From an optimization exercise on the open Yosys and OpenROAD flow, aimed at small area, a short achievable clock period and few clock cycles; shortcuts taken in it are not production practice.
In this exercise RTL edits were held to simulation tests only and were not proved equivalent to the original.
Power is estimated from default activity; no workload was simulated.

## job 2537
Design adeger_core, start of the top module:
module adeger_core (
    input  wire        clk,
    input  wire        rst,
    input  wire        run,
    input  wire [15:0] entry,
    output wire [1:0]  state,
    output wire [3:0]  fault_cause,
    output wire [15:0] fault_pc,
    output wire [31:0] fault_word,
    output wire        imem_en,
    output wire [9:0]  imem_addr,
    input  wire [31:0] imem_rdata,
    output wire        dmem_en,
    output wire        dmem_we,
    output wire [8:0]  dmem_addr,
    output wire [47:0] dmem_wdata,
    input  wire [47:0] dmem_rdata,
    output wire        evt_valid,
    output wire [13:0] evt_code
);
    localparam [2:0] C_NONE = 3'd0, C_OPCODE = 3'd1, C_FIELD = 3'd2,
                     C_REGISTER = 3'd3, C_READONLY = 3'd4, C_ADDRESS = 3'd5,
                     C_STACK = 3'd6, C_PC_RANGE = 3'd7;
    integer i;
    reg        running, faulted;
    reg [2:0]  fcause;
    reg [47:0] w [0:15];
    reg [15:0] one;          
    reg [15:0] a [0:3];
    reg [5:0]  fl;
    reg [10:0] lr;           
    reg [10:0] stk [0:7];    
    reg [3:0]  sp;           
    reg [15:0] f_pc;         
    reg        f_v;          
    reg        e_v;
    reg [15:0] e_pc;
    reg [31:0] e_ir;         
    reg        e_fault;      
    reg [2:0]  e_cause;
    reg [47:0] e_opa, e_opb;
    reg [3:0]  e_rd;
    reg        e_ldconf;     
  ...
Size: ~6100 cells after synthesis, ~1200 flip-flops, ~240 I/O pins.
Settings: LEC_CHECK=0, CAP_MARGIN=30, CORE_MARGIN=2, CORE_UTILIZATION=55, PLACE_DENSITY=0.72, SLEW_MARGIN=25; clock period 12.0 ns.
standard.sh (not shown) runs the stock make flow with config.mk's settings and CLKGATE_MAP_FILE= SYNTH_SCRIPT=/design/flow/synth_recipe.tcl, a recipe that flattens the netlist after the stock synthesis.
==> flow/flow/run.sh <==
#!/bin/bash
# The standard layout with its constraints, with these changes to how it is
# made: timing repair aims further below the clock period (setup margin) and
# works on the worst 5% of the endpoints below that margin, the resizer may
# swap a cell for one of another footprint, and the port buffers are buf_2
# cells.
set -o pipefail
bash standard.sh SETUP_SLACK_MARGIN=7 TNS_END_PERCENT=5 MATCH_CELL_FOOTPRINT=0 \
    'BUFFER_PORTS_ARGS=-buffer_cell sky130_fd_sc_hd__buf_2' finish > standard.log 2>&1
Testbench counts of job 2537, summed over its fixed seeds: cycles 199,151.
What job 7683 does differently from job 2537 at the input level:
- swapping 0.72 for 0.6 in PLACE_DENSITY
- swapping 55 for 40 in CORE_UTILIZATION
- swapping 25 for 30 in SLEW_MARGIN
- swapping 30 for 40 in CAP_MARGIN
--- a/flow/flow/run.sh
+++ b/flow/flow/run.sh
@@ -4 +4 @@
-# works on the worst 5% of the endpoints below that margin, the resizer may
+# works on the worst 10% of the endpoints below that margin, the resizer may
@@ -8 +8 @@
-bash standard.sh SETUP_SLACK_MARGIN=7 TNS_END_PERCENT=5 MATCH_CELL_FOOTPRINT=0 \
+bash standard.sh SETUP_SLACK_MARGIN=7 TNS_END_PERCENT=10 MATCH_CELL_FOOTPRINT=0 \
Notes after the runs:
Job 2537: flow completed, timing, DRC and antenna clean. Job 7683: all stages complete, timing, DRC and antenna checks passed. Job 7683 vs. job 2537: post-detailed-routing wire length went up by about 7%. Looking at core footprint across both flows, job 7683 is the weaker of the two, with job 2537 ahead. Compare job 2537 and job 7683 | combinational power higher: job 7683. Compared with job 2537, job 7683 shows a minimum period implied by the final worst setup slack that is 0.072 ns lower. input pin to register as the critical setup path kind was reported by job 7683, and register to register by job 2537. Via count of the routed design: job 7683 vs job 2537 up about 0.7%.
Input changes introduced in job 6682 (baseline for comparison: job 7683):
==> flow/flow/run.sh <==
#!/bin/bash
# The standard layout, with timing repair aiming further below the clock
# period (setup margin 6.5 ns); the constraints are the design's.
set -o pipefail
bash standard.sh SETUP_SLACK_MARGIN=6.5 finish > standard.log 2>&1
Going from job 7683 to job 6682, data required time at the worst endpoint stayed essentially flat; fraction of met3 tracks used by global routing fell by 3.8 points.
Summary of job 6682 over job 7683: layout buffer count excluding clock buffers moved down; utilization after layout moved down; cell area after layout moved down.
The following lists how job 4920 was set up differently from job 6682:
- PLACE_DENSITY now 0.72, was 0.6
- CORE_UTILIZATION now 55, was 40
==> flow/flow/run.sh <==
#!/bin/bash
# The standard layout with its constraints, with these changes to how it is
# made: timing repair aims further below the clock period (setup margin) and
# works on the worst 10% of the endpoints below that margin, the resizer may
# swap a cell for one of another footprint, and the port buffers are buf_2
# cells.
set -o pipefail
bash standard.sh SETUP_SLACK_MARGIN=7.25 TNS_END_PERCENT=10 MATCH_CELL_FOOTPRINT=0 \
    'BUFFER_PORTS_ARGS=-buffer_cell sky130_fd_sc_hd__buf_2' finish > standard.log 2>&1
Findings:
The wire length in job 4920 is 1.06 times that in job 6682.
Against job 6682 as the reference, job 4920 delivers a higher global-route usage.
Relative to job 6682, wire length on met2 decreased by 2600 um in job 4920.
Against job 6682, overall power of the completed layout in job 4920 came out worse.
## Diff of input files: job 7744 against job 4920
--- a/flow/flow/run.sh
+++ b/flow/flow/run.sh
@@ -8 +8 @@
-bash standard.sh SETUP_SLACK_MARGIN=7.25 TNS_END_PERCENT=10 MATCH_CELL_FOOTPRINT=0 \
+bash standard.sh SETUP_SLACK_MARGIN=7 TNS_END_PERCENT=10 MATCH_CELL_FOOTPRINT=0 \
Job 7744 finished every stage and its layout cleared the timing, DRC and antenna checks. [compare] base=job 4920 new=job 7744: fmax moved up; register share of total power picked up an extra 0.9 points; wire length of the first global-routing pass fell by about 5.3%; end-of-flow core utilization now sits lower. Worst-path cell with the longest stage delay: sky130_fd_sc_hd__o221ai_1 -> job 4920, sky130_fd_sc_hd__nor2_1 -> job 7744.

-- port drivers added, routing unchanged --
Ports are ideal in the flow. The routed layouts listed here were re-timed in OpenROAD. Step 1 sets driving cells, clkbuf_16 on the clock port and buf_2 on the other inputs (assumed; they add their load-dependent delay and slew). Step 2 adds t to the input delays and takes it off the output delays; t is the mean of the earliest and latest rising clock arrival at the registers after step 1. Input paths then give back, and output paths get back, about the clock's delay inside the block. Three values: ideal, step 1, step 2; two values: the first two.
| run | shift t [ns] | setup WS [ns] | worst setup path at the end | pins driven straight from the clock port |
|---|---|---|---|---|
| job 2537 | 0.859 | 6.483 / 6.442 / 5.583 | input to register | 1 |
| job 7683 | 0.865 | 6.555 / 6.543 / 5.678 | input to register | 1 |
| job 6682 | 0.853 | 6.331 / 6.352 / 5.500 | input to register | 1 |
| job 4920 | 0.863 | 6.506 / 6.499 / 5.636 | input to register | 1 |
| job 7744 | 0.848 | 6.532 / 6.521 / 5.673 | input to register | 1 |
After both steps setup and hold are still met in every run listed. For job 2537, which loses most, drivers alone change the setup slack by -0.041 ns; drivers and shift together by -0.900 ns.
